This is an optimization exercise on Yosys and OpenROAD, whose aim is small area, a short achievable clock period and few clock cycles per item, not a production implementation.
Function was checked by simulation only, so behaviour that the tests miss may differ from the original.

==> flow/design.v <==
module sha2_k (
    input  wire [6:0]  t,
    output reg  [63:0] k
);
    always @(*) begin
        case (t)
            7'd0: k = 64'h428a2f98d728ae22;
            7'd1: k = 64'h7137449123ef65cd;
            7'd2: k = 64'hb5c0fbcfec4d3b2f;
            7'd3: k = 64'he9b5dba58189dbbc;
            7'd4: k = 64'h3956c25bf348b538;
            7'd5: k = 64'h59f111f1b605d019;
            7'd6: k = 64'h923f82a4af194f9b;
            7'd7: k = 64'hab1c5ed5da6d8118;
            7'd8: k = 64'hd807aa98a3030242;
            7'd9: k = 64'h12835b0145706fbe;
            7'd10: k = 64'h243185be4ee4b28c;
            7'd11: k = 64'h550c7dc3d5ffb4e2;
            7'd12: k = 64'h72be5d74f27b896f;
            7'd13: k = 64'h80deb1fe3b1696b1;
            7'd14: k = 64'h9bdc06a725c71235;
            7'd15: k = 64'hc19bf174cf692694;
            7'd16: k = 64'he49b69c19ef14ad2;
            7'd17: k = 64'hefbe4786384f25e3;
            7'd18: k = 64'h0fc19dc68b8cd5b5;
            7'd19: k = 64'h240ca1cc77ac9c65;
            7'd20: k = 64'h2de92c6f592b0275;
            7'd21: k = 64'h4a7484aa6ea6e483;
            7'd22: k = 64'h5cb0a9dcbd41fbd4;
            7'd23: k = 64'h76f988da831153b5;
            7'd24: k = 64'h983e5152ee66dfab;
            7'd25: k = 64'ha831c66d2db43210;
            7'd26: k = 64'hb00327c898fb213f;
            7'd27: k = 64'hbf597fc7beef0ee4;
            7'd28: k = 64'hc6e00bf33da88fc2;
            7'd29: k = 64'hd5a79147930aa725;
            7'd30: k = 64'h06ca6351e003826f;
            7'd31: k = 64'h142929670a0e6e70;
            7'd32: k = 64'h27b70a8546d22ffc;
            7'd33: k = 64'h2e1b21385c26c926;
            7'd34: k = 64'h4d2c6dfc5ac42aed;
            7'd35: k = 64'h53380d139d95b3df;
            7'd36: k = 64'h650a73548baf63de;
            7'd37: k = 64'h766a0abb3c77b2a8;
            7'd38: k = 64'h81c2c92e47edaee6;
            7'd39: k = 64'h92722c851482353b;
            7'd40: k = 64'ha2bfe8a14cf10364;
            7'd41: k = 64'ha81a664bbc423001;
            7'd42: k = 64'hc24b8b70d0f89791;
            7'd43: k = 64'hc76c51a30654be30;
            7'd44: k = 64'hd192e819d6ef5218;
            7'd45: k = 64'hd69906245565a910;
            7'd46: k = 64'hf40e35855771202a;
            7'd47: k = 64'h106aa07032bbd1b8;
            7'd48: k = 64'h19a4c116b8d2d0c8;
            7'd49: k = 64'h1e376c085141ab53;
            7'd50: k = 64'h2748774cdf8eeb99;
            7'd51: k = 64'h34b0bcb5e19b48a8;
            7'd52: k = 64'h391c0cb3c5c95a63;
            7'd53: k = 64'h4ed8aa4ae3418acb;
            7'd54: k = 64'h5b9cca4f7763e373;
            7'd55: k = 64'h682e6ff3d6b2b8a3;
            7'd56: k = 64'h748f82ee5defb2fc;
            7'd57: k = 64'h78a5636f43172f60;
            7'd58: k = 64'h84c87814a1f0ab72;
            7'd59: k = 64'h8cc702081a6439ec;
            7'd60: k = 64'h90befffa23631e28;
            7'd61: k = 64'ha4506cebde82bde9;
            7'd62: k = 64'hbef9a3f7b2c67915;
            7'd63: k = 64'hc67178f2e372532b;
            7'd64: k = 64'hca273eceea26619c;
            7'd65: k = 64'hd186b8c721c0c207;
            7'd66: k = 64'heada7dd6cde0eb1e;
            7'd67: k = 64'hf57d4f7fee6ed178;
            7'd68: k = 64'h06f067aa72176fba;
            7'd69: k = 64'h0a637dc5a2c898a6;
            7'd70: k = 64'h113f9804bef90dae;
            7'd71: k = 64'h1b710b35131c471b;
            7'd72: k = 64'h28db77f523047d84;
            7'd73: k = 64'h32caab7b40c72493;
            7'd74: k = 64'h3c9ebe0a15c9bebc;
            7'd75: k = 64'h431d67c49c100d4c;
            7'd76: k = 64'h4cc5d4becb3e42b6;
            7'd77: k = 64'h597f299cfc657e2a;
            7'd78: k = 64'h5fcb6fab3ad6faec;
            7'd79: k = 64'h6c44198c4a475817;
            default: k = 64'h0;
        endcase
    end
endmodule
module sha2_core (
    input  wire         clk,
    input  wire         rst,       
    input  wire         open,      
    input  wire [1:0]   alg,       
    input  wire         wvalid,    
    input  wire [63:0]  wdata,
    input  wire         wlast,     
    input  wire [3:0]   wcnt,      
    output wire         ready,
    output reg          done,      
    output wire [511:0] digest
);
    function automatic [31:0] rotr32(input [31:0] x, input integer n);
        rotr32 = (x >> n) | (x << (32 - n));
    endfunction
    function automatic [63:0] rotr64(input [63:0] x, input integer n);
        rotr64 = (x >> n) | (x << (64 - n));
    endfunction
    function automatic [63:0] bsig0(input w64, input [63:0] x);
        reg [63:0] f64;
        reg [31:0] f32;
        begin
            f64 = rotr64(x, 28) ^ rotr64(x, 34) ^ rotr64(x, 39);
            f32 = rotr32(x[31:0], 2) ^ rotr32(x[31:0], 13) ^ rotr32(x[31:0], 22);
            bsig0 = {f64[63:32], w64 ? f64[31:0] : f32};
        end
    endfunction
    function automatic [63:0] bsig1(input w64, input [63:0] x);
        reg [63:0] f64;
        reg [31:0] f32;
        begin
            f64 = rotr64(x, 14) ^ rotr64(x, 18) ^ rotr64(x, 41);
            f32 = rotr32(x[31:0], 6) ^ rotr32(x[31:0], 11) ^ rotr32(x[31:0], 25);
            bsig1 = {f64[63:32], w64 ? f64[31:0] : f32};
        end
    endfunction
    function automatic [63:0] ssig0(input w64, input [63:0] x);
        reg [63:0] f64;
        reg [31:0] f32;
        begin
            f64 = rotr64(x, 1) ^ rotr64(x, 8) ^ (x >> 7);
            f32 = rotr32(x[31:0], 7) ^ rotr32(x[31:0], 18) ^ (x[31:0] >> 3);
            ssig0 = {f64[63:32], w64 ? f64[31:0] : f32};
        end
    endfunction
    function automatic [63:0] ssig1(input w64, input [63:0] x);
        reg [63:0] f64;
        reg [31:0] f32;
        begin
            f64 = rotr64(x, 19) ^ rotr64(x, 61) ^ (x >> 6);
            f32 = rotr32(x[31:0], 17) ^ rotr32(x[31:0], 19) ^ (x[31:0] >> 10);
            ssig1 = {f64[63:32], w64 ? f64[31:0] : f32};
        end
    endfunction
    function automatic [63:0] iv(input [1:0] al, input [2:0] n);
        reg [63:0] v512, v384;
        begin
            case (n)
                3'd0: begin v512 = 64'h6a09e667f3bcc908; v384 = 64'hcbbb9d5dc1059ed8; end
                3'd1: begin v512 = 64'hbb67ae8584caa73b; v384 = 64'h629a292a367cd507; end
                3'd2: begin v512 = 64'h3c6ef372fe94f82b; v384 = 64'h9159015a3070dd17; end
                3'd3: begin v512 = 64'ha54ff53a5f1d36f1; v384 = 64'h152fecd8f70e5939; end
                3'd4: begin v512 = 64'h510e527fade682d1; v384 = 64'h67332667ffc00b31; end
                3'd5: begin v512 = 64'h9b05688c2b3e6c1f; v384 = 64'h8eb44a8768581511; end
                3'd6: begin v512 = 64'h1f83d9abfb41bd6b; v384 = 64'hdb0c2e0d64f98fa7; end
                default: begin v512 = 64'h5be0cd19137e2179; v384 = 64'h47b5481dbefa4fa4; end
            endcase
            iv = al[1] ? v512 : al[0] ? v384 : {v512[63:32], v512[63:32]};
        end
    endfunction
    localparam [1:0] I_IDLE = 2'd0,    
                     I_OPEN = 2'd1,    
                     I_PAD  = 2'd2;    
    reg  [1:0]   ist;
    reg  [1:0]   alg_i;       
    reg  [47:0]  nbytes;      
    reg          need80;      
    reg          len_here;    
    reg          blk_first;   
    reg          blk_final;   
    reg  [4:0]   fill;        
    reg  [31:0]  pend;        
    reg          pend_v;
    reg          e_run;       
    reg          e_fin;       
    reg  [6:0]   r;           
    reg  [1:0]   alg_e;       
    reg          e_final;     
    reg  [63:0]  w [0:15];    
    reg  [63:0]  a, b, c, d, e, f, g, h;
    reg  [63:0]  p;           
    reg  [63:0]  sa0, sa1, sa2, sa3;    
    reg  [63:0]  se0, se1, se2, se3;    
    wire         big_i = alg_i[1] | alg_i[0];
    wire         big_e = alg_e[1] | alg_e[0];
    wire [6:0]   nrounds = big_e ? 7'd80 : 7'd64;
    wire start    = !e_run && !e_fin && fill[4];           
    wire last_rnd = e_run && (r == nrounds);
    wire can_acc  = !fill[4] && (!e_run || (r >= nrounds - 7'd15));
    wire word_ok  = (ist == I_OPEN) && can_acc && !pend_v;
    assign ready = (ist == I_IDLE) ? !fill[4] : word_ok;
    wire acc_open = open && ready;
    wire acc_word = wvalid && !open && word_ok;
    wire pad_go   = (ist == I_PAD) && !pend_v && can_acc;
    wire arrive   = can_acc && (pend_v || pad_go || acc_word);
    wire pad_end  = pad_go && !need80 && len_here && (fill[3:0] == 4'd15);
    wire [3:0]  w_cnt = wlast ? wcnt : 4'd8;
    reg  [63:0] w_in;
    integer k;
    always @(*) begin
        for (k = 0; k < 8; k = k + 1) begin
            if (k < w_cnt)       w_in[63 - 8*k -: 8] = wdata[8*k +: 8];
            else if (k == w_cnt) w_in[63 - 8*k -: 8] = 8'h80;
            else                 w_in[63 - 8*k -: 8] = 8'h00;
        end
    end
    wire [63:0] pad_word = need80 ? (big_i ? 64'h8000_0000_0000_0000 : 64'h0000_0000_8000_0000)
                         : (len_here && fill[3:0] == 4'd14) ? (big_i ? 64'h0 : {45'h0, nbytes[47:29]})
                         : (len_here && fill[3:0] == 4'd15) ? {13'h0, nbytes, 3'b000}
                         : 64'h0;
    wire [63:0] in_word  = big_i ? w_in : {w_in[31:0], w_in[63:32]};
    wire [63:0] arr_word = pend_v ? {32'h0, pend} : (ist == I_PAD) ? pad_word : in_word;
    wire        big_k = e_run ? big_e : (blk_first ? big_i : big_e);
    wire [63:0] k512;
    sha2_k u_k (
        .t (r),
        .k (k512)
    );
    wire [63:0] kt = {k512[63:32], big_k ? k512[31:0] : k512[63:32]};
    wire [63:0] s1e = bsig1(big_e, e);
    wire [63:0] ch  = g ^ (e & (f ^ g));
    wire [63:0] cs_s = p ^ s1e ^ ch;
    wire [63:0] cs_c = {(p[62:0] & s1e[62:0]) | (ch[62:0] & (p[62:0] | s1e[62:0])), 1'b0};
    wire [63:0] mj  = (a & b) | (c & (a | b));
    wire [63:0] a_n = cs_s + cs_c + bsig0(big_e, a) + mj;
    wire [63:0] e_n = cs_s + cs_c + d;
    wire [63:0] w_next = ssig1(big_e, w[14]) + w[9] + ssig0(big_e, w[1]) + w[0];
    wire [63:0] p_h = e_run ? g : (blk_first ? iv(alg_i, 3'd7) : se3);
    wire [63:0] p_n = p_h + kt + (e_run ? w[1] : w[0]);
    wire        upd = (e_run && (r >= nrounds - 7'd2)) || e_fin;
    wire [63:0] ha  = sa3 + a;
    wire [63:0] he  = se3 + e;
    wire [511:0] d_be = alg_e[1] ? {sa0, sa1, sa2, sa3, se0, se1, se2, se3}
                      : alg_e[0] ? {sa0, sa1, sa2, sa3, se0, se1, 128'h0}
                      : {sa0[31:0], sa1[31:0], sa2[31:0], sa3[31:0],
                         se0[31:0], se1[31:0], se2[31:0], se3[31:0], 256'h0};
    genvar gb;
    generate
        for (gb = 0; gb < 64; gb = gb + 1) begin : g_digest
            assign digest[8*gb +: 8] = d_be[511 - 8*gb -: 8];
        end
    endgenerate
    always @(posedge clk) begin
        if (rst) begin
            ist       <= I_IDLE;
            fill      <= 5'd0;
            pend_v    <= 1'b0;
            blk_first <= 1'b0;
            blk_final <= 1'b0;
            e_run     <= 1'b0;
            e_fin     <= 1'b0;
            r         <= 7'd0;
            done      <= 1'b0;
        end else begin
            if (acc_open)                 ist <= I_OPEN;
            else if (acc_word && wlast)   ist <= I_PAD;
            else if (pad_end)             ist <= I_IDLE;
            if (acc_open || start) fill <= 5'd0;
            else if (arrive)       fill <= fill + 5'd1;
            if (acc_word && !big_i) pend_v <= 1'b1;
            else if (arrive)        pend_v <= 1'b0;
            if (acc_open) begin
                blk_first <= 1'b1;
                blk_final <= 1'b0;
            end else if (start) begin
                blk_first <= 1'b0;
                blk_final <= 1'b0;
            end else if (pad_end) begin
                blk_final <= 1'b1;
            end
            done  <= e_fin && e_final;
            e_fin <= last_rnd;
            if (start) begin
                e_run <= 1'b1;
                r     <= 7'd1;
            end else if (last_rnd) begin
                e_run <= 1'b0;
                r     <= 7'd0;
            end else if (e_run) begin
                r     <= r + 7'd1;
            end
        end
    end
    integer i;
    always @(posedge clk) begin
        if (acc_open) begin
            alg_i  <= alg;
            nbytes <= 48'h0;
        end else if (acc_word) begin
            nbytes <= nbytes + {44'h0, w_cnt};
        end
        if (acc_word) pend <= w_in[31:0];
        if (acc_word && wlast) begin
            need80   <= (w_cnt == 4'd8);
            len_here <= big_i ? (fill[3:0] <= 4'd13)
                              : ((fill[3:0] + {3'b000, wcnt[3] | wcnt[2]}) <= 4'd13);
        end else if (pad_go && need80) begin
            need80   <= 1'b0;
            len_here <= (fill[3:0] <= 4'd13);
        end else if (start && ist == I_PAD) begin
            len_here <= 1'b1;
        end
        if (start) begin
            e_final <= blk_final;
            if (blk_first) alg_e <= alg_i;
        end
        for (i = 0; i < 15; i = i + 1)
            if (arrive || (e_run && ({1'b0, r} + i <= {1'b0, nrounds})))
                w[i] <= w[i+1];
        if (arrive)
            w[15] <= arr_word;
        else if (e_run && ({1'b0, r} + 8'd15 <= {1'b0, nrounds}))
            w[15] <= w_next;
        if (e_run) begin
            h <= g;
            g <= f;
            f <= e;
            e <= e_n;
            d <= c;
            c <= b;
            b <= a;
            a <= a_n;
        end else if (blk_first) begin
            a <= iv(alg_i, 3'd0);
            b <= iv(alg_i, 3'd1);
            c <= iv(alg_i, 3'd2);
            d <= iv(alg_i, 3'd3);
            e <= iv(alg_i, 3'd4);
            f <= iv(alg_i, 3'd5);
            g <= iv(alg_i, 3'd6);
            h <= iv(alg_i, 3'd7);
        end else begin
            a <= sa0;
            b <= sa1;
            c <= sa2;
            d <= sa3;
            e <= se0;
            f <= se1;
            g <= se2;
            h <= se3;
        end
        p <= p_n;
        if (start && blk_first) begin
            sa0 <= iv(alg_i, 3'd0);
            sa1 <= iv(alg_i, 3'd1);
            sa2 <= iv(alg_i, 3'd2);
            sa3 <= iv(alg_i, 3'd3);
            se0 <= iv(alg_i, 3'd4);
            se1 <= iv(alg_i, 3'd5);
            se2 <= iv(alg_i, 3'd6);
            se3 <= iv(alg_i, 3'd7);
        end else if (upd) begin
            sa0 <= ha;
            sa1 <= sa0;
            sa2 <= sa1;
            sa3 <= sa2;
            se0 <= he;
            se1 <= se0;
            se2 <= se1;
            se3 <= se2;
        end
    end
endmodule
==> flow/run.sh <==
#!/bin/bash
# synth_recipe.tcl (not shown) runs the flow's synth.tcl, then flattens the netlist and writes it again
# the make line also repeats each setting of config.mk as NAME=value (left out here)
make -C /OpenROAD-flow-scripts/flow DESIGN_CONFIG=/design/flow/config.mk WORK_HOME=/design/flow/orfs CLKGATE_MAP_FILE= SYNTH_SCRIPT=/design/flow/synth_recipe.tcl finish
==> flow/config.mk <==
export PLATFORM = sky130hd
export DESIGN_NAME = sha2_core
export DESIGN_NICKNAME = sha2_core
export VERILOG_FILES = /design/flow/design.v
export SDC_FILE = /design/flow/constraint.sdc
export NUM_CORES = 4
export LEC_CHECK = 0
export CAP_MARGIN = 20
export CORE_MARGIN = 2
export CORE_UTILIZATION = 40
export SLEW_MARGIN = 20
export SYNTH_MEMORY_MAX_BITS = 16384
==> flow/constraint.sdc <==
create_clock -name core_clock -period 12.0 [get_ports {clk}]
set_input_delay 2.4000 -clock core_clock [delete_from_list [all_inputs] [get_ports {clk}]]
set_output_delay 2.4000 -clock core_clock [all_outputs]
set_load 0.01 [all_outputs]
==> impl_metrics.ini, run 1 <==
[min_path]
hold_end = w[10][58]
hp-start = w[11][58]
hold_depth = 0
hold_path_class = flip-flop to flip-flop

[die]
initial_core_util_pct = 40.3
die_w_um = 568
ioPinCount = 589
core_area_um2 = 315000
std_cell_rows = 206
die_h_um = 568
die_area_um2 = 322000

[clocking]
post_cts_resize_count = 0
root_buffer = clkbuf_16
cts_sinks = 2155
postCtsSetupRepairBufs = 0
clk_pin_slew_ps = 60
cts-hold-fix-buffers = 0
cts_buffers = 233
cts_buffer_depth = 4
cts_tree = done
clk_latency_ps = 970
htreeDepth = 4

[routing]
drtAntennaViolNets = 0
via_per_inst = 6.36
drt_wl_total_mm = 645
num_vias = 111000
route.detailed.drc = 0
drt_iter0_markers = 20000
drt_first_pass_iters = 10
routedWlPerCell_um = 37.0

[sta]
tns_ps = 0
fin_crit_sh_pct = 76.9
finalHoldViolations = 0
tightest_slew_ps = 1420
maxSlewHeadroom_pct = 5.23
setup_viol = 0
slew_viol_final = 0
period_needed_ps = 9220
timing.clock.skew_ps = 87.9
worst_slack_ps = 2780
rsz0062_at_grt = false
timing.fmax_mhz = 108

[run_status]
outcome = finished clean

[worst_setup_path]
end_kind = flip-flop
required_ps = 12730
r2r_slack_ps = 2780
rr_worst_depth = 30
r2r_end = a[57]
setup.worst_path.class = flip-flop to flip-flop
cp_max_fo = 134
critPathSlowestCell = inv_8
critical-path-max-stage-delay_ps = 650
cp-start-kind = flip-flop
cp.arrival_ps = 9960
r2r-start = alg_e[1]

[yosys]
yosysWarnings = 3
synth-edff-count = 1575
synth_ff_type = edfxtp_1
synthesis.area_um2 = 127000
synthArstFlopShare_pct = 0
synth.distinct_cells = 104
synth_nets = 13800
syn_inst = 12900
yosysSeqAreaShare_pct = 46.4
synth_area_per_cell_um2 = 9.88
synth_seq_cells = 2155

[cells_and_area]
largest_register_ffs = 1024
areaGrowthSynthToFinish_pct = 14.2
regMostFlops = w
fill_cells = 30300
fin_nets = 13900
drive_gt1_share_pct = 6.22

[global_route]
overflow = 0
antenna_found_initial = 74
grt_pass1_vias = 99900
grt_first_pass_wirelength_mm = 859
globalRouteTotalUtil_pct = 38.6
grt_max_degree = 216

[placed_design]
dp_hpwl_mm = 492
gp_congestion = 1.10
preCtsSetupSlack_ps = 3020
io_buffer_count = 588

[flow_run]
cap_viol_max_count = 0
-- final cells by class --
| cell class | count | area, um2 | share of cell area [%] |
|---|---|---|---|
| well taps | 4160 | 5200 | 3.59 |
| repair buffers | 836 | 7900 | 5.44 |
| diodes | 43 | 108 | 0.0742 |
| flip-flops and latches | 2155 | 58900 | 40.6 |
| multi-input cells | 9433 | 63700 | 43.9 |
| inverters | 365 | 1390 | 0.961 |
| clock inverters | 123 | 1310 | 0.905 |
| clock buffers | 311 | 6540 | 4.51 |
-- layout by cell type (no fill, tap or decap), types with 50 or more instances in the layout --
master,netlist,final
ha_1,503,503
o21bai_1,61,61
inv_1,360,355
xnor2_1,772,772
dfxtp_1,580,572
nor2b_1,66,65
xor2_1,403,402
nand3_1,174,173
a22o_1,71,71
nor3_1,105,102
a31oi_1,119,118
o211ai_1,58,58
mux2i_1,71,70
nor2_1,767,761
a21o_1,312,312
a21oi_1,924,922
o21a_1,84,84
fa_1,323,323
and3_1,68,68
buf_4,2,234
and2_1,370,369
mux2_2,81,81
a22oi_1,50,50
nand2_1,1958,1944
clkdlybuf4s50_1,0,588
a211oi_1,111,108
nand4_1,93,93
edfxtp_1,1575,1575
o22a_1,84,84
o21ai_0,1013,975
clkbuf_16,0,243
nand2b_1,140,140
o22ai_1,53,51
-- per-stage QoR --
| stage | utilization (%) | instances | cell area, um2 | hold WS [ps] |
|---|---|---|---|---|
| floorplan | - | 12900 | 127000 | 400 |
| global placement | 43.4 | 16900 | 137000 | 400 |
| detailed placement | 43.4 | 16900 | 137000 | 405 |
| CTS | 45.9 | 17400 | 145000 | 346 |
| global route | 45.9 | 17400 | 145000 | 353 |
| finish | 46.0 | 17400 | 145000 | 367 |
-- Yosys cell counts, types with 84 or more instances --
cell	n	area share, %
nand2_1	1958	5.8
edfxtp_1	1575	37
o21ai_0	1013	4.0
a21oi_1	924	3.6
clkbuf_1	807	2.4
xnor2_1	772	5.3
nor2_1	767	2.3
dfxtp_1	580	9.1
ha_1	503	5.0
xor2_1	403	2.8
and2_1	370	1.8
inv_1	360	1.1
fa_1	323	5.1
a21o_1	312	1.8
nand3_1	174	0.69
nand2b_1	140	0.69
a31oi_1	119	0.59
a211oi_1	111	0.66
nor3_1	105	0.41
buf_1	94	0.28
nand4_1	93	0.46
o21a_1	84	0.50
o22a_1	84	0.58
-- critical path: cells and delay by family (launching register included) --
family	cells	cell delay [ps]
flip-flops	1	380
AND/OR/NAND/NOR	4	1280
adder cells (fa/ha/maj)	5	2130
XOR/XNOR	2	370
buffers and inverters	2	870
AO/OA/AOI/OAI	17	3890
-- cells by family (layout without fill, tap and decap cells) --
group | Yosys count | after routing | synth area share [%]
flops | 2155 | 2155 | 46.4
compound gates | 3360 | 3360 | 16.5
mux | 157 | 157 | 1.37
buf+inv | 1274 | 1635 | 3.78
other cells | 0 | 43 | 0
xor+xnor | 1176 | 1176 | 8.12
fa+ha+maj | 869 | 869 | 10.4
simple gates | 3871 | 3871 | 13.5
-- how the worst max path moves through the flow --
stage / cells past startpoint / startpoint / end
2_1_floorplan: 11 / r[4] / sa0[0]
5_1_grt: 30 / alg_e[1] / a[57]
3_5_place_dp: 30 / alg_e[1] / a[57]
6_report: 30 / alg_e[1] / a[57]
4_1_cts: 30 / alg_e[1] / a[57]
3_3_place_gp: 30 / alg_e[1] / a[57]
-- per-layer routing --
layer  wire length, um  up-vias  track usage [%]
met5               410        -                0
li1                  -    45800                -
met1            262000    54900             55.2
met4             36700       52             17.9
met2            237000     8679             48.3
met3            108000     1471             17.5
Testbench counts, summed over its fixed seeds: cycles 33,504, bytes 33,059.
==> run 2, diff against run 1 <==
--- a/flow/design.v
+++ b/flow/design.v
@@ -90,2 +90,32 @@
 endmodule
+module sha2_addbk (
+    input  wire [63:0] x,
+    input  wire [63:0] y,
+    output wire [63:0] s
+);
+    wire [63:0] g0 = x & y;
+    wire [63:0] p0 = x ^ y;
+    wire [63:0] g1 = g0 | (64'haaaaaaaaaaaaaaaa & p0 & {g0[62:0], 1'h0});
+    wire [63:0] p1 = p0 & (~64'haaaaaaaaaaaaaaaa | {p0[62:0], 1'h0});
+    wire [63:0] g2 = g1 | (64'h8888888888888888 & p1 & {g1[61:0], 2'h0});
+    wire [63:0] p2 = p1 & (~64'h8888888888888888 | {p1[61:0], 2'h0});
+    wire [63:0] g3 = g2 | (64'h8080808080808080 & p2 & {g2[59:0], 4'h0});
+    wire [63:0] p3 = p2 & (~64'h8080808080808080 | {p2[59:0], 4'h0});
+    wire [63:0] g4 = g3 | (64'h8000800080008000 & p3 & {g3[55:0], 8'h0});
+    wire [63:0] p4 = p3 & (~64'h8000800080008000 | {p3[55:0], 8'h0});
+    wire [63:0] g5 = g4 | (64'h8000000080000000 & p4 & {g4[47:0], 16'h0});
+    wire [63:0] p5 = p4 & (~64'h8000000080000000 | {p4[47:0], 16'h0});
+    wire [63:0] g6 = g5 | (64'h8000000000000000 & p5 & {g5[31:0], 32'h0});
+    wire [63:0] p6 = p5 & (~64'h8000000000000000 | {p5[31:0], 32'h0});
+    wire [63:0] g7 = g6 | (64'h0000800000000000 & p6 & {g6[47:0], 16'h0});
+    wire [63:0] p7 = p6 & (~64'h0000800000000000 | {p6[47:0], 16'h0});
+    wire [63:0] g8 = g7 | (64'h0080008000800000 & p7 & {g7[55:0], 8'h0});
+    wire [63:0] p8 = p7 & (~64'h0080008000800000 | {p7[55:0], 8'h0});
+    wire [63:0] g9 = g8 | (64'h0808080808080800 & p8 & {g8[59:0], 4'h0});
+    wire [63:0] p9 = p8 & (~64'h0808080808080800 | {p8[59:0], 4'h0});
+    wire [63:0] g10 = g9 | (64'h2222222222222220 & p9 & {g9[61:0], 2'h0});
+    wire [63:0] p10 = p9 & (~64'h2222222222222220 | {p9[61:0], 2'h0});
+    wire [63:0] g11 = g10 | (64'h5555555555555554 & p10 & {g10[62:0], 1'h0});
+    assign s = p0 ^ {g11[62:0], 1'b0};
+endmodule
 module sha2_core (
@@ -145,2 +175,5 @@
     endfunction
+    function automatic [62:0] maj3(input [63:0] x, input [63:0] y, input [63:0] z);
+        maj3 = (x[62:0] & y[62:0]) | (z[62:0] & (x[62:0] | y[62:0]));
+    endfunction
     function automatic [63:0] iv(input [1:0] al, input [2:0] n);
@@ -166,3 +199,5 @@
     reg  [1:0]   alg_i;       
-    reg  [47:0]  nbytes;      
+    reg  [44:0]  nwords;      
+    reg  [2:0]   nlow;        
+    wire [47:0]  nbytes = {nwords, nlow};
     reg          need80;      
@@ -179,2 +214,3 @@
     reg          e_final;     
+    reg          iv_ok;       
     reg  [63:0]  w [0:15];    
@@ -185,5 +221,8 @@
     wire         big_i = alg_i[1] | alg_i[0];
-    wire         big_e = alg_e[1] | alg_e[0];
+    reg          big_s;       
+    reg          sml_w;       
+    wire         big_e = !sml_w;
     wire [6:0]   nrounds = big_e ? 7'd80 : 7'd64;
-    wire start    = !e_run && !e_fin && fill[4];           
+    wire ivld     = !e_run && !e_fin && fill[4] && blk_first && !iv_ok;
+    wire start    = !e_run && !e_fin && fill[4] && (!blk_first || iv_ok);
     wire last_rnd = e_run && (r == nrounds);
@@ -213,22 +252,44 @@
     wire [63:0] arr_word = pend_v ? {32'h0, pend} : (ist == I_PAD) ? pad_word : in_word;
-    wire        big_k = e_run ? big_e : (blk_first ? big_i : big_e);
+    wire [6:0]  r_nx = start ? 7'd1 : (e_run && !last_rnd) ? r + 7'd1 : 7'd0;
     wire [63:0] k512;
+    reg  [63:0] kq;           
     sha2_k u_k (
-        .t (r),
+        .t (r_nx),
         .k (k512)
     );
-    wire [63:0] kt = {k512[63:32], big_k ? k512[31:0] : k512[63:32]};
-    wire [63:0] s1e = bsig1(big_e, e);
+    wire [63:0] kt = {kq[63:32], big_e ? kq[31:0] : kq[63:32]};
+    wire [63:0] s1e = bsig1(big_s, e);
+    wire [63:0] s0a = bsig0(big_s, a);
     wire [63:0] ch  = g ^ (e & (f ^ g));
-    wire [63:0] cs_s = p ^ s1e ^ ch;
-    wire [63:0] cs_c = {(p[62:0] & s1e[62:0]) | (ch[62:0] & (p[62:0] | s1e[62:0])), 1'b0};
     wire [63:0] mj  = (a & b) | (c & (a | b));
-    wire [63:0] a_n = cs_s + cs_c + bsig0(big_e, a) + mj;
-    wire [63:0] e_n = cs_s + cs_c + d;
-    wire [63:0] w_next = ssig1(big_e, w[14]) + w[9] + ssig0(big_e, w[1]) + w[0];
-    wire [63:0] p_h = e_run ? g : (blk_first ? iv(alg_i, 3'd7) : se3);
-    wire [63:0] p_n = p_h + kt + (e_run ? w[1] : w[0]);
+    wire [63:0] a1s = p ^ ch ^ mj;
+    wire [63:0] a1c = {maj3(p, ch, mj), 1'b0};
+    wire [63:0] a2s = a1s ^ s1e ^ s0a;
+    wire [63:0] a2c = {maj3(a1s, s1e, s0a), 1'b0};
+    wire [63:0] a3s = a2s ^ a2c ^ a1c;
+    wire [63:0] a3c = {maj3(a2s, a2c, a1c), 1'b0};
+    wire [63:0] a_n = a3s + a3c;
+    wire [63:0] e1s = p ^ ch ^ d;
+    wire [63:0] e1c = {maj3(p, ch, d), 1'b0};
+    wire [63:0] e2s = e1s ^ e1c ^ s1e;
+    wire [63:0] e2c = {maj3(e1s, e1c, s1e), 1'b0};
+    wire [63:0] e_n = e2s + e2c;
+    wire [63:0] sg1 = ssig1(big_e, w[14]);
+    wire [63:0] sg0 = ssig0(big_e, w[1]);
+    wire [63:0] w1s = w[9] ^ w[0] ^ sg1;
+    wire [63:0] w1c = {maj3(w[9], w[0], sg1), 1'b0};
+    wire [63:0] w2s = w1s ^ w1c ^ sg0;
+    wire [63:0] w2c = {maj3(w1s, w1c, sg0), 1'b0};
+    wire [63:0] w_next;
+    sha2_addbk u_add_w (.x(w2s), .y(w2c), .s(w_next));
+    wire [63:0] p_h = e_run ? g : se3;
+    wire [63:0] p_w = e_run ? w[1] : w[0];
+    wire [63:0] p1s = p_h ^ kt ^ p_w;
+    wire [63:0] p1c = {maj3(p_h, kt, p_w), 1'b0};
+    wire [63:0] p_n;
+    sha2_addbk u_add_p (.x(p1s), .y(p1c), .s(p_n));
     wire        upd = (e_run && (r >= nrounds - 7'd2)) || e_fin;
-    wire [63:0] ha  = sa3 + a;
-    wire [63:0] he  = se3 + e;
+    wire [63:0] ha, he;
+    sha2_addbk u_add_ha (.x(sa3), .y(a), .s(ha));
+    sha2_addbk u_add_he (.x(se3), .y(e), .s(he));
     wire [511:0] d_be = alg_e[1] ? {sa0, sa1, sa2, sa3, se0, se1, se2, se3}
@@ -254,2 +315,3 @@
             done      <= 1'b0;
+            iv_ok     <= 1'b0;
         end else begin
@@ -272,2 +334,4 @@
             done  <= e_fin && e_final;
+            if (ivld)                   iv_ok <= 1'b1;
+            else if (start || acc_open) iv_ok <= 1'b0;
             e_fin <= last_rnd;
@@ -288,5 +352,7 @@
             alg_i  <= alg;
-            nbytes <= 48'h0;
+            nwords <= 45'h0;
+            nlow   <= 3'h0;
         end else if (acc_word) begin
-            nbytes <= nbytes + {44'h0, w_cnt};
+            if (w_cnt[3]) nwords <= nwords + 45'h1;
+            else          nlow   <= w_cnt[2:0];
         end
@@ -303,5 +369,7 @@
         end
-        if (start) begin
-            e_final <= blk_final;
-            if (blk_first) alg_e <= alg_i;
+        if (start) e_final <= blk_final;
+        if (ivld) begin
+            alg_e <= alg_i;
+            big_s <= big_i;
+            sml_w <= !big_i;
         end
@@ -323,11 +391,2 @@
             a <= a_n;
-        end else if (blk_first) begin
-            a <= iv(alg_i, 3'd0);
-            b <= iv(alg_i, 3'd1);
-            c <= iv(alg_i, 3'd2);
-            d <= iv(alg_i, 3'd3);
-            e <= iv(alg_i, 3'd4);
-            f <= iv(alg_i, 3'd5);
-            g <= iv(alg_i, 3'd6);
-            h <= iv(alg_i, 3'd7);
         end else begin
@@ -342,4 +401,5 @@
         end
-        p <= p_n;
-        if (start && blk_first) begin
+        p  <= p_n;
+        kq <= k512;
+        if (ivld) begin
             sa0 <= iv(alg_i, 3'd0);
--- a/flow/config.mk
+++ b/flow/config.mk
@@ -10,3 +10,5 @@
 export CORE_UTILIZATION = 40
+export SETUP_SLACK_MARGIN = 5
 export SLEW_MARGIN = 20
 export SYNTH_MEMORY_MAX_BITS = 16384
+export TNS_END_PERCENT = 100
==> run 2 against run 1 <==
  * Clock skew down 51 ps
  * Still clean on timing, DRC and antenna
  * Cell area grew 0.51%
  * Area after synthesis is 0.86% lower
  * Register-to-register slack better by 2300 ps
  * Die area decreased by 0.85%
==> impl_metrics.ini, run 2 <==
[placed_design]
preCtsSetupSlack_ps = 3930
io_buffer_count = 588
dp_hpwl_mm = 450
numPlacedInstances = 15200
placed_area_um2 = 137000
gp_congestion = 1.04

[worst_setup_path]
required_ps = 12830
end_kind = flip-flop
cp.arrival_ps = 7790
setup.worst_path.class = flip-flop to flip-flop
cp_max_fo = 116
cp-start-kind = flip-flop

[yosys]
yosysSeqAreaShare_pct = 47.8
synth.distinct_cells = 104
synthTopCellsByCount = edfxtp_1, nand2_1, mux2_2
syn_inst = 10900
synth.area.top_cells = edfxtp_1, dfxtp_1, fa_1, mux2_2, xnor2_1
synth_ff_type = edfxtp_1
synth_seq_cells = 2222
synth-edff-count = 1577
yosysWarnings = 3
synthArstFlopShare_pct = 0
synth_most_common_cell = edfxtp_1
synth_area_per_cell_um2 = 11.5
synthesis.area_um2 = 126000
synth_nets = 12000
synth_top_area_cell = edfxtp_1
synth_top_area_share_pct = 37.6

[routing]
route.detailed.drc = 0
routedWlPerCell_um = 36.6
via_per_inst = 5.82
drt_first_pass_iters = 8
drt_wl_total_mm = 577
num_vias = 91700
drt_iter0_markers = 10000
drtAntennaViolNets = 0

[sta]
setup_viol = 0
maxSlewHeadroom_pct = 13.7
rsz0062_at_grt = true
finalHoldViolations = 0
worst_slack_ps = 5040
tightest_slew_ps = 1290
period_needed_ps = 6960
timing.fmax_mhz = 144
tns_ps = 0
slew_viol_final = 0
timing.clock.skew_ps = 36.4
fin_crit_sh_pct = 58.0

[cells_and_area]
fill_cells = 28500
final_common_cell = edfxtp_1
regMostFlops = w
fin_nets = 12400
layout_common_cells = edfxtp_1, mux2_2, nand2_1, xnor2_1, dfxtp_1
final_area_um2 = 146000
areaGrowthSynthToFinish_pct = 15.8
drive_gt1_share_pct = 14.1
largest_register_ffs = 1024
instances_no_fill = 15700

[die]
ioPinCount = 589
die_h_um = 565
die_area_um2 = 319000
std_cell_rows = 206
initial_core_util_pct = 40.1
core_area_um2 = 314000
die_w_um = 565

[global_route]
overflow = 0
globalRouteTotalUtil_pct = 35.4
grt_pass1_vias = 90600
grt_first_pass_wirelength_mm = 773
grt_max_degree = 162
antenna_found_initial = 32

[flow_run]
cap_viol_max_count = 0

[clocking]
cts_sinks = 2222
cts_buffer_depth = 4
cts_tree = done
clk_pin_slew_ps = 60
clk_latency_ps = 920
root_buffer = clkbuf_16
cts_buffers = 263
htreeDepth = 5

[run_status]
outcome = finished clean

[min_path]
hold_path_class = flip-flop to flip-flop
==> run 2: cell count changes after synthesis, moves of 159 or more <==
cell / before / now
o21ai_0: 1013 / 524
clkbuf_1: 807 / 635
mux2_2: 81 / 841
fa_1: 323 / 634
inv_1: 360 / 628
a21oi_1: 924 / 500
nand2_1: 1958 / 860
nor2_1: 767 / 608
==> run 2: layout make-up <==
cell class / instances / area (um2) / area share, %
Multi-Input combinational cell: 7351 / 61000 / 41.9
Sequential cell: 2222 / 60300 / 41.3
Timing Repair Buffer: 840 / 7940 / 5.44
Clock buffer: 350 / 7290 / 5.00
Tap cell: 4160 / 5200 / 3.57
Inverter: 633 / 2380 / 1.63
Clock inverter: 127 / 1540 / 1.05
Antenna cell: 58 / 145 / 0.0995
==> run 2: path summary, 6_finish.rpt <==
path | start | end | slack [ps] | depth (start not counted)
max | e_run | p[63] | 5040 | 17
min | w[13][21] | w[12][21] | 400 | 0
max reg2reg | e_run | p[63] | 5040 | 17
min reg2reg | w[13][21] | w[12][21] | 400 | 0
==> run 2: stage by stage <==
stage                     utilization [%]  hold slack [ps]
final                                46.4              403
after global routing                 46.4              412
after detailed placement             43.5              405
after CTS                            46.3              405
after floorplan                         -              400
after global placement               43.5              400
==> run 2: cells by family after synthesis <==
kind of cell / share of synthesized area (%)
AOI/OAI and AO/OA: 9.83
xor gates and xnor gates: 6.99
adders and majority gates: 14.8
buffers and inverters: 4.00
DFF: 47.8
muxes: 7.69
and+or+nand+nor: 8.88
==> run 2: what timing repair did <==
item	4_1_cts	5_1_grt
gates resized for setup	11	13
setup buffers	3	14
hold buffers	0	0
pin swaps	1	1
endpoints found under the setup margin	18	7
==> run 2: worst max-delay path: stages, from the launching register on <==
cell	delay, ps
dfxtp_4	800
buf_12	470
buf_6	540
mux2_2	480
fa_1	450
ha_1	360
a21oi_1	150
o21ai_0	200
a221oi_1	680
o221a_2	320
o31ai_2	180
a41o_1	360
a21oi_1	270
o31ai_1	180
a31o_2	290
fa_1	430
xnor2_1	200
xnor2_1	130
==> run 2: metal layers <==
layer | vias up | GRT usage [%] | share of wire [%]
met3 | 1263 | 4.77 | 6.3
met5 | - | 0 | 0.013
met1 | 46900 | 42.9 | 38
li1 | 39000 | - | -
met2 | 4530 | 57.7 | 46
met4 | 12 | 26.6 | 9.1
Testbench counts of run 2, summed over its fixed seeds: cycles 33,576, bytes 33,059.
==> run 3, diff against run 2 <==
==> flow/flow/run.sh (new file) <==
#!/bin/bash
set -e
sed 's/SETUP_SLACK_MARGIN=[-0-9.]*/SETUP_SLACK_MARGIN=7/' standard.sh > standard_m7.sh
grep -q 'SETUP_SLACK_MARGIN=7' standard_m7.sh
bash standard_m7.sh > standard.log 2>&1
==> flow/standard.sh (new file) <==
#!/bin/bash
# synth_recipe.tcl (not shown) runs the flow's synth.tcl, then flattens the netlist and writes it again
# the make line also repeats each setting of config.mk as NAME=value (left out here)
make -C /OpenROAD-flow-scripts/flow DESIGN_CONFIG=/design/flow/config.mk WORK_HOME=/design/flow/orfs CLKGATE_MAP_FILE= SYNTH_SCRIPT=/design/flow/synth_recipe.tcl "${@:-finish}"
removed: flow/run.sh
==> run 3 against run 2 <==
  * Still clean
  * Utilization up 4.4 points
  * Flip-flop and latch count unchanged
  * Area after synthesis stayed put
  * Synthesized cell count unchanged
  * Clock skew rose by 53 ps
  * Sequential share of layout area decreased by 3.4 points
  * Critical endpoint is now w[15][63]
  * Largest cell class unchanged
==> impl_metrics.ini, run 3 <==
[worst_setup_path]
crit_end = w[15][63]
crit_path_start = w[14][45]
end_kind = flip-flop
cp.arrival_ps = 7010
rr_worst_depth = 20
r2r-start = w[14][45]
setup.worst_path.class = flip-flop to flip-flop
r2r_end = w[15][63]
r2r_slack_ps = 5630
cp-start-kind = flip-flop
cp_max_fo = 5
required_ps = 12640

[routing]
route.detailed.drc = 0
via_per_inst = 5.92
drt_first_pass_iters = 8
drtAntennaViolNets = 0
num_vias = 96600
drt_iter0_markers = 11500
drt_wl_total_mm = 616
routedWlPerCell_um = 37.8

[die]
initial_core_util_pct = 40.1
core_area_um2 = 314000
die_h_um = 565
die_area_um2 = 319000
std_cell_rows = 206
die_w_um = 565
ioPinCount = 589

[yosys]
yosysWarnings = 3
synth_area_per_cell_um2 = 11.5
yosysSeqAreaShare_pct = 47.8
synth_seq_cells = 2222
synthTopCellsByCount = edfxtp_1, nand2_1, mux2_2
synth_nets = 12000
synth.area.top_cells = edfxtp_1, dfxtp_1, fa_1, mux2_2, xnor2_1
synth-edff-count = 1577
syn_inst = 10900
synth_ff_type = edfxtp_1
synth_top_area_cell = edfxtp_1
synthArstFlopShare_pct = 0
synth.distinct_cells = 104
synthesis.area_um2 = 126000
synth_most_common_cell = edfxtp_1
synth_top_area_share_pct = 37.6

[clocking]
clk_latency_ps = 990
cts_tree = done
cts_buffer_depth = 4
cts_sinks = 2222
cts_buffers = 263
htreeDepth = 5
clk_pin_slew_ps = 70
cts-hold-fix-buffers = 0
root_buffer = clkbuf_16

[sta]
tightest_slew_ps = 1260
worst_slack_ps = 5630
rsz0062_at_grt = true
tns_ps = 0
fin_crit_sh_pct = 53.1
finalHoldViolations = 0
timing.fmax_mhz = 157
slew_viol_final = 0
setup_viol = 0
maxSlewHeadroom_pct = 15.5
timing.clock.skew_ps = 88.9
period_needed_ps = 6370
holdWs_ps = 393

[placed_design]
dp_hpwl_mm = 454
preCtsSetupSlack_ps = 4680
io_buffer_count = 588
numPlacedInstances = 15200
gp_congestion = 1.04

[cells_and_area]
regMostFlops = w
drive_gt1_share_pct = 27.9
largest_register_ffs = 1024
areaGrowthSynthToFinish_pct = 26.8
fin_nets = 13000
post-route-util_pct = 50.8
instances_no_fill = 16300
seq_area_um2 = 60600
multi_input_area_um2 = 66700
layout_common_cells = edfxtp_1, nand2_1, inv_1, xnor2_1, fa_1
fill_cells = 27300
final_common_cell = edfxtp_1

[global_route]
grt_max_degree = 151
globalRouteTotalUtil_pct = 37.5
grt_pass1_vias = 94300
overflow = 0
antenna_found_initial = 33
grt_first_pass_wirelength_mm = 817

[flow_run]
cap_viol_max_count = 0

[min_path]
hold_path_class = flip-flop to flip-flop

[run_status]
outcome = finished clean
## run 3: cell counts after synthesis
Identical to the previous run, type by type.
## run 3: cell type report
| class | instances | share of cell area, % |
|---|---|---|
| antenna | 46 | 0.0721 |
| clock buffer | 326 | 4.43 |
| clock inverter | 150 | 1.08 |
| inverter | 633 | 1.50 |
| multi-input combinational | 7357 | 41.7 |
| sequential | 2222 | 37.9 |
| tap | 4160 | 3.26 |
| timing repair buffer | 1425 | 10.0 |
## run 3: per-stage QoR
| stage | cell area, um2 |
|---|---|
| final | 160000 |
| after global routing | 160000 |
| after CTS | 154000 |
| after detailed placement | 137000 |
| after global placement | 137000 |
| after floorplan | 126000 |
## run 3: logic make-up (layout without fill, tap and decap cells)
logic type	count (synthesis)	after routing	synth area share [%]
flops	2222	2222	47.8
other cells	0	46	0
fa+ha+maj	1118	1118	14.8
compound gates	1966	1968	9.83
simple gates	2400	2404	8.88
buf+inv	1334	2534	4.00
xor+xnor	1005	1005	6.99
mux	862	862	7.69
## run 3: repair_timing
action | 4_1_cts | 5_1_grt
endpoints found under the setup margin | 2224 | 1381
gates resized for setup | 2628 | 1226
pin swaps | 149 | 218
setup buffers | 291 | 241
cloned | 73 | 11
## run 3: metal layers
metal / global-route usage, % / share of wire, %
met2: 59.8 / 46
met5: 0 / 0.0071
met1: 44.8 / 37
met3: 6.43 / 7.5
met4: 30.1 / 10
## run 3: worst max-delay path: stages, from the launching register on
cell	delay, ps
edfxtp_1	900
xor2_1	930
xnor2_1	350
fa_1	470
fa_1	510
inv_1	40
ha_1	360
a21o_1	210
a21o_1	170
a21oi_1	200
o21ai_0	170
a21oi_4	200
o21ai_2	100
nor4_4	180
o41ai_2	110
fa_2	400
xnor2_2	160
xnor2_2	150
xnor2_1	190
xnor2_1	150
o22ai_1	100
## run 3: how the worst min path moves through the flow
stage	end	startpoint	cells after the start	slack (ps)
after floorplan	w[10][0]	w[11][0]	0	400
after global placement	w[7][23]	w[8][23]	0	400
after detailed placement	w[10][21]	w[11][21]	0	400
after CTS	w[3][41]	w[4][41]	0	390
after global routing	w[5][45]	w[6][45]	0	400
final	w[4][40]	w[5][40]	0	390
==> run 4, diff against run 3 <==
--- a/flow/design.v
+++ b/flow/design.v
@@ -211,2 +211,3 @@
     reg          e_fin;       
+    reg  [1:0]   e_rot;       
     reg  [6:0]   r;           
@@ -225,4 +226,6 @@
     wire [6:0]   nrounds = big_e ? 7'd80 : 7'd64;
-    wire ivld     = !e_run && !e_fin && fill[4] && blk_first && !iv_ok;
-    wire start    = !e_run && !e_fin && fill[4] && (!blk_first || iv_ok);
+    wire e_idle   = !e_run && !e_fin && (e_rot == 2'd0);
+    wire ivld     = e_idle && fill[4] && blk_first && !iv_ok;
+    wire start    = fill[4] && ((e_idle && (!blk_first || iv_ok)) ||
+                                (e_fin && !e_final && !blk_first));
     wire last_rnd = e_run && (r == nrounds);
@@ -284,3 +287,3 @@
     sha2_addbk u_add_w (.x(w2s), .y(w2c), .s(w_next));
-    wire [63:0] p_h = e_run ? g : se3;
+    wire [63:0] p_h = e_run ? g : se2;
     wire [63:0] p_w = e_run ? w[1] : w[0];
@@ -290,6 +293,7 @@
     sha2_addbk u_add_p (.x(p1s), .y(p1c), .s(p_n));
-    wire        upd = (e_run && (r >= nrounds - 7'd2)) || e_fin;
+    wire        upd = (e_run && (r >= nrounds - 7'd2)) || e_fin || (e_rot != 2'd0) || start;
+    wire        use_ae = e_run || e_fin;
     wire [63:0] ha, he;
-    sha2_addbk u_add_ha (.x(sa3), .y(a), .s(ha));
-    sha2_addbk u_add_he (.x(se3), .y(e), .s(he));
+    sha2_addbk u_add_ha (.x(sa3), .y(use_ae ? a : 64'h0), .s(ha));
+    sha2_addbk u_add_he (.x(se3), .y(use_ae ? e : 64'h0), .s(he));
     wire [511:0] d_be = alg_e[1] ? {sa0, sa1, sa2, sa3, se0, se1, se2, se3}
@@ -313,2 +317,3 @@
             e_fin     <= 1'b0;
+            e_rot     <= 2'd0;
             r         <= 7'd0;
@@ -337,2 +342,4 @@
             e_fin <= last_rnd;
+            if (e_fin && !e_final && !start) e_rot <= 2'd3;
+            else if (e_rot != 2'd0)          e_rot <= e_rot - 2'd1;
             if (start) begin
@@ -392,10 +399,10 @@
         end else begin
-            a <= sa0;
-            b <= sa1;
-            c <= sa2;
-            d <= sa3;
-            e <= se0;
-            f <= se1;
-            g <= se2;
-            h <= se3;
+            a <= ha;
+            b <= sa0;
+            c <= sa1;
+            d <= sa2;
+            e <= he;
+            f <= se0;
+            g <= se1;
+            h <= se2;
         end
@@ -404,10 +411,10 @@
         if (ivld) begin
-            sa0 <= iv(alg_i, 3'd0);
-            sa1 <= iv(alg_i, 3'd1);
-            sa2 <= iv(alg_i, 3'd2);
-            sa3 <= iv(alg_i, 3'd3);
-            se0 <= iv(alg_i, 3'd4);
-            se1 <= iv(alg_i, 3'd5);
-            se2 <= iv(alg_i, 3'd6);
-            se3 <= iv(alg_i, 3'd7);
+            sa0 <= iv(alg_i, 3'd1);
+            sa1 <= iv(alg_i, 3'd2);
+            sa2 <= iv(alg_i, 3'd3);
+            sa3 <= iv(alg_i, 3'd0);
+            se0 <= iv(alg_i, 3'd5);
+            se1 <= iv(alg_i, 3'd6);
+            se2 <= iv(alg_i, 3'd7);
+            se3 <= iv(alg_i, 3'd4);
         end else if (upd) begin
==> flow/run.sh (new file) <==
#!/bin/bash
# synth_recipe.tcl (not shown) runs the flow's synth.tcl, then flattens the netlist and writes it again
# the make line also repeats each setting of config.mk as NAME=value (left out here)
make -C /OpenROAD-flow-scripts/flow DESIGN_CONFIG=/design/flow/config.mk WORK_HOME=/design/flow/orfs CLKGATE_MAP_FILE= SYNTH_SCRIPT=/design/flow/synth_recipe.tcl finish
removed: flow/flow/run.sh
removed: flow/standard.sh
==> run 4 against run 3 <==
  * Clock-buffer cell count fell by 2
  * Fmax fell by 8.1%
  * Critical endpoint is now p[63]
  * Still clean on timing, DRC and antenna
  * Via count fell by 1.1%
  * Non-clock buffer count fell by 620
  * Cell area fell by 8.2%
  * Hold slack got worse by 46 ps
  * Flip-flop and latch count rose by 2
  * Routed wire length barely moved
==> impl_metrics.ini, run 4 <==
[min_path]
hold_path_class = flip-flop to flip-flop
hold_depth = 0
hp-start = w[5][56]
hold_end = w[4][56]

[yosys]
synthArstFlopShare_pct = 0
synth.area.top_cells = edfxtp_1, dfxtp_1, fa_1, mux2_2, xnor2_1
synthSimpleGateAreaFrac_pct = 9.79
synth-edff-count = 1577
synth_top_family_by_area = adder cells
synth_seq_cells = 2224
synth_mux_area_share_pct = 7.33
synth_area_per_cell_um2 = 11.4
synthTopCellsByCount = edfxtp_1, nor2_1, mux2_2
synthXorXnorAreaFrac_pct = 6.92
synthesis.area_um2 = 127000
synth.distinct_cells = 99
synth_fa_ha_area_share_pct = 14.6
yosysSeqAreaShare_pct = 47.3
synth_most_common_cell = edfxtp_1
synth-compound-area-share_pct = 10.0
syn_inst = 11200
synth_top_area_cell = edfxtp_1
synth_top_area_share_pct = 37.2
synth_ff_type = edfxtp_1
synth_nets = 12300
yosysWarnings = 3

[routing]
route.detailed.drc = 0
routedWlPerCell_um = 38.6
drt_first_pass_iters = 8
drt_iter0_markers = 12900
drtAntennaViolNets = 0
via_per_inst = 5.99
num_vias = 95500
drt_wl_total_mm = 616

[clocking]
root_buffer = clkbuf_16
cts_tree = done
cts_buffer_depth = 4
htreeDepth = 4
clk_latency_ps = 980
clk_pin_slew_ps = 60
cts_sinks = 2224
cts_buffers = 243
cts-hold-fix-buffers = 0

[cells_and_area]
fill_cells = 29100
largest_register_ffs = 1024
fin_nets = 12600
drive_gt1_share_pct = 13.0
layout_common_cells = edfxtp_1, nor2_1, mux2_2, xnor2_1, dfxtp_1
final_common_cell = edfxtp_1
final_area_um2 = 147000
areaGrowthSynthToFinish_pct = 15.1
regMostFlops = w
post-route-util_pct = 46.2

[die]
die_area_um2 = 323000
std_cell_rows = 207
core_area_um2 = 318000
die_w_um = 568
initial_core_util_pct = 40.1
ioPinCount = 589
die_h_um = 568

[placed_design]
io_buffer_count = 588
placed_area_um2 = 138000
gp_congestion = 1.07
dp_hpwl_mm = 475

[run_status]
outcome = finished clean

[worst_setup_path]
end_kind = flip-flop
r2r_end = p[63]
cp_max_fo = 125
required_ps = 12820
r2r-start = e_run
r2r_slack_ps = 5070
setup.worst_path.class = flip-flop to flip-flop
cp.arrival_ps = 7750
rr_worst_depth = 19
cp-start-kind = flip-flop

[global_route]
grt_max_degree = 169
antenna_found_initial = 77
grt_use_met3_pct = 7.15
top_usage_layer = met2
grt_first_pass_wirelength_mm = 817
globalRouteTotalUtil_pct = 37.1
met2_usage_pct = 57.6
grt_use_met1_pct = 45.4
overflow = 0
grt_pass1_vias = 92500

[sta]
finalHoldViolations = 0
tns_ps = 0
period_needed_ps = 6930
slew_viol_final = 0
timing.clock.skew_ps = 111
maxSlewHeadroom_pct = 10.1
fin_crit_sh_pct = 57.8
setup_viol = 0
tightest_slew_ps = 1340
timing.fmax_mhz = 144
rsz0062_at_grt = true

[flow_run]
cap_viol_max_count = 0
-- run 4: changes by cell type in the layout (fill, tap and decap cells not counted), moves of 228 or more --
cell / before / now
mux2_4: 281 / 0
nand2_1: 801 / 573
clkdlybuf4s50_1: 75 / 588
nor2_1: 554 / 852
buf_4: 443 / 196
buf_6: 439 / 7
mux2_2: 560 / 800
-- run 4: how the worst max path moves through the flow --
stage,startpoint,endpoint,slack [ps],cells after the start
after floorplan,sml_w,w[1][0],4580,13
after global placement,sml_w,w[15][63],4600,27
after detailed placement,e_run,p[63],4640,20
after CTS,e_run,p[63],4870,19
after global routing,e_run,p[63],4950,20
final,e_run,p[63],5070,19
-- run 4: kinds of logic (layout without fill, tap and decap cells) --
logic type,after synthesis,after routing
compound gates,2036,2036
buf+inv,1338,1878
mux,833,833
flops,2224,2224
other cells,0,63
xor+xnor,1007,1007
fa+ha+maj,1119,1119
simple gates,2594,2595
-- run 4: layout make-up --
cell class,instances,area [um2],share of cell area (%)
tap,4180,5230,3.57
sequential,2224,60300,41.1
inverter,614,2320,1.58
timing repair buffer,805,7750,5.29
antenna,63,158,0.108
clock inverter,135,1710,1.16
multi-input combinational,7590,62300,42.5
clock buffer,324,6830,4.66
-- run 4: per-layer routing --
layer  share of wire, %  wire length [um]
met4                9.3             57200
met3                8.4             52000
met1                 37            229000
met2                 45            277000
met5              0.035               215
-- run 4: worst max-delay path, stage by stage (launching register included) --
cell,delay [ps]
dfxtp_4,670
buf_16,420
buf_6,500
mux2_2,510
fa_1,460
ha_1,350
a21o_1,210
a21o_1,180
a211o_1,310
a221oi_2,320
a2111oi_0,190
o21ai_1,230
o21ai_1,250
and2_1,250
o41a_1,420
a31o_2,280
fa_1,430
xor2_1,160
xnor2_1,220
xnor2_1,140
-- run 4: repair_timing --
action	in CTS	in global routing
buffers inserted	0	12
resized for setup	6	16
pin swaps	0	1
hold endpoints to repair	0	0
setup endpoints to repair	15	42
gates cloned	0	5
-- run 4: through the flow --
stage,hold WS [ps],setup slack (ps),instances
after floorplan,400,4580,11200
after global placement,400,4600,15400
after detailed placement,405,4640,15400
after CTS,346,4870,15900
after global routing,355,4950,15900
final,348,5070,15900
Testbench counts of run 4, summed over its fixed seeds: cycles 33,163, bytes 33,059.
==> run 5, diff against run 4 <==
--- a/flow/design.v
+++ b/flow/design.v
@@ -210,2 +210,3 @@
     reg          e_run;       
+    reg          e_nrun;      
     reg          e_fin;       
@@ -287,4 +288,4 @@
     sha2_addbk u_add_w (.x(w2s), .y(w2c), .s(w_next));
-    wire [63:0] p_h = e_run ? g : se2;
-    wire [63:0] p_w = e_run ? w[1] : w[0];
+    wire [63:0] p_h = e_nrun ? se2 : g;
+    wire [63:0] p_w = e_nrun ? w[0] : w[1];
     wire [63:0] p1s = p_h ^ kt ^ p_w;
@@ -316,2 +317,3 @@
             e_run     <= 1'b0;
+            e_nrun    <= 1'b1;
             e_fin     <= 1'b0;
@@ -345,6 +347,8 @@
             if (start) begin
-                e_run <= 1'b1;
+                e_run  <= 1'b1;
+                e_nrun <= 1'b0;
                 r     <= 7'd1;
             end else if (last_rnd) begin
-                e_run <= 1'b0;
+                e_run  <= 1'b0;
+                e_nrun <= 1'b1;
                 r     <= 7'd0;
==> run 5 against run 4 <==
  * Clock skew down 61 ps
  * Worst setup slack worse by 110 ps
  * Die area grew 0.25%
  * Non-clock buffer count increased by 67
  * Global-route usage is 1.3 points higher
  * Fmax decreased by 1.5%
  * Clock-buffer cell count increased by 6
  * Critical endpoint is now e[58]
  * Highest routed layer unchanged
==> impl_metrics.ini, run 5 <==
[run_status]
outcome = finished clean

[global_route]
grt_first_pass_wirelength_mm = 841
grt_max_degree = 142
overflow = 0
grt_pass1_vias = 94500
antenna_found_initial = 50
globalRouteTotalUtil_pct = 38.4

[worst_setup_path]
cpLargestDelayFamily = compound AO/OA/AOI/OAI gates
crit_path_start = e[9]
cp.arrival_ps = 7800
rr_worst_depth = 15
path_cells = xor2_1, xnor2_1, o21ai_0, fa_1, ha_1, nand3_1, nor2_1, o211ai_1, o211ai_1, nand4_1, a211oi_2, o41ai_1, o21ai_1, xor2_1, mux2_2
setup.worst_path.class = flip-flop to flip-flop
cp_num_buf_inv = 0
required_ps = 12760
end_kind = flip-flop
critical-path-max-stage-delay_ps = 900
r2r-start = e[9]
cp-start-kind = flip-flop
cp_num_cells = 15
cp_max_fo = 9
critPathSlowestCell = dfxtp_1

[yosys]
synth_most_common_cell = edfxtp_1
synthArstFlopShare_pct = 0
synth_nets = 12300
synth.distinct_cells = 89
synthesis.area_um2 = 128000
synth-compound-area-share_pct = 9.84
yosysSeqAreaShare_pct = 47.2
synth_top_area_cell = edfxtp_1
synth_top_family_by_area = adder cells
yosysWarnings = 3
synthXorXnorAreaFrac_pct = 6.89
synth.area.top_cells = edfxtp_1, dfxtp_1, fa_1, mux2_2, xnor2_1
synthSimpleGateAreaFrac_pct = 9.83
synth_area_per_cell_um2 = 11.4
synthTopCellsByCount = edfxtp_1, mux2_2, nor2_1
synth-edff-count = 1577
synth_fa_ha_area_share_pct = 14.6
synth_ff_type = edfxtp_1
synth_seq_cells = 2225
synth_top_area_share_pct = 37.1
syn_inst = 11200
synth_mux_area_share_pct = 7.62

[sta]
holdWs_ps = 393
worst_slack_ps = 4960
tns_ps = 0
timing.clock.skew_ps = 49.9
finalHoldViolations = 0
period_needed_ps = 7040
slew_viol_final = 0
timing.fmax_mhz = 142
tightest_slew_ps = 1250
setup_viol = 0
rsz0062_at_grt = true
fin_crit_sh_pct = 58.6
maxSlewHeadroom_pct = 16.3

[routing]
num_vias = 94400
drtAntennaViolNets = 0
drt_iter0_markers = 10200
routedWlPerCell_um = 39.6
drt_wl_total_mm = 633
drt_first_pass_iters = 6
route.detailed.drc = 0
via_per_inst = 5.91

[clocking]
cts_buffer_depth = 4
clk_latency_ps = 910
clk_pin_slew_ps = 70
cts_tree = done
cts-hold-fix-buffers = 0
cts_buffers = 262
htreeDepth = 5
cts_sinks = 2225
root_buffer = clkbuf_16

[flow_run]
cap_viol_max_count = 0

[cells_and_area]
drive_gt1_share_pct = 14.1
layout_common_cells = edfxtp_1, mux2_2, nor2_1, dfxtp_1, xnor2_1
fin_nets = 12700
largest_register_ffs = 1024
fill_cells = 29000
areaGrowthSynthToFinish_pct = 15.6
final_common_cell = edfxtp_1
regMostFlops = w

[placed_design]
preCtsSetupSlack_ps = 4580
io_buffer_count = 588
gp_congestion = 1.08
dp_hpwl_mm = 495

[die]
std_cell_rows = 207
die_h_um = 569
die_area_um2 = 324000
core_area_um2 = 318000
initial_core_util_pct = 40.2
ioPinCount = 589
die_w_um = 569

[min_path]
hp-start = w[10][30]
hold_depth = 0
hold_path_class = flip-flop to flip-flop
==> run 5: what timing repair did <==
item                       in CTS  in global routing
buffers inserted                7                  0
setup endpoints to repair      42                 22
pin swaps                       0                  0
resized for setup              14                 15
==> run 5: layout make-up <==
cell class | count | area, um2 | share of cell area (%)
Multi-Input combinational cell | 7600 | 62700 | 42.5
Clock inverter | 142 | 1800 | 1.22
Timing Repair Buffer | 872 | 8250 | 5.59
Clock buffer | 330 | 6960 | 4.72
Sequential cell | 2225 | 60300 | 40.9
Antenna cell | 11 | 27.5 | 0.0186
Inverter | 617 | 2330 | 1.58
Tap cell | 4180 | 5230 | 3.54
==> run 5: per-stage QoR <==
| step | utilization [%] | instances | area [um2] |
|---|---|---|---|
| final | 46.5 | 16000 | 148000 |
| after global routing | 46.4 | 16000 | 148000 |
| after CTS | 46.4 | 16000 | 148000 |
| after detailed placement | 43.6 | 15500 | 139000 |
| after global placement | 43.6 | 15500 | 139000 |
| after floorplan | - | 11200 | 128000 |
==> run 5: logic make-up (layout without fill, tap and decap cells) <==
logic type | Yosys count | in the layout
buffers and inverters | 1351 | 1961
adders and majority gates | 1119 | 1119
DFF | 2225 | 2225
AOI/OAI and AO/OA | 1997 | 1997
xor gates and xnor gates | 1005 | 1005
muxes | 868 | 868
other | 0 | 11
and+or+nand+nor | 2611 | 2611
==> run 5: final timing paths <==
check             slack, ps        to
hold reg to reg         390  w[9][30]
setup reg to reg       4960     e[58]
hold / removal          390  w[9][30]
setup / recovery       4960     e[58]
==> run 5: metal layers <==
metal | GRT usage [%] | share of wire, %
met2 | 62.1 | 46
met1 | 45.2 | 37
met5 | 0 | 0.019
met4 | 29.9 | 9.7
met3 | 7.04 | 7.0
Testbench counts of run 5, summed over its fixed seeds: cycles 33,163, bytes 33,059.

-- what the ideal ports hide --
No port has a modelled driver above. Below, the same layouts with a new extraction and two added sets of constraints.
Step 1 sets driving cells, clkbuf_16 on the clock port and buf_2 on the other inputs (assumed; they add their load-dependent delay and slew).
Step 2 adds t to the input delays and takes it off the output delays; t is the mean of the earliest and latest rising clock arrival at the registers after step 1. Input paths then give back, and output paths get back, about the clock's delay inside the block.
a / b / c = no drivers / after step 1 / after step 2; a / b = the first two.
| run | t (ns) | setup slack, ns | hold WS [ns] | worst setup path after step 2 |
|---|---|---|---|---|
| run 1 | 1.029 | 2.778 / 2.778 / 2.778 | 0.367 / 0.367 / 0.367 | register to register |
| run 2 | 1.012 | 5.044 / 5.044 / 5.044 | 0.403 / 0.403 / 0.403 | register to register |
| run 3 | 1.036 | 5.629 / 5.629 / 5.629 | 0.393 / 0.393 / 0.393 | register to register |
| run 4 | 1.022 | 5.067 / 5.067 / 5.067 | 0.348 / 0.348 / 0.348 | register to register |
| run 5 | 0.994 | 4.962 / 4.962 / 4.962 | 0.393 / 0.393 / 0.393 | register to register |
After both steps setup and hold are still met in every run listed.
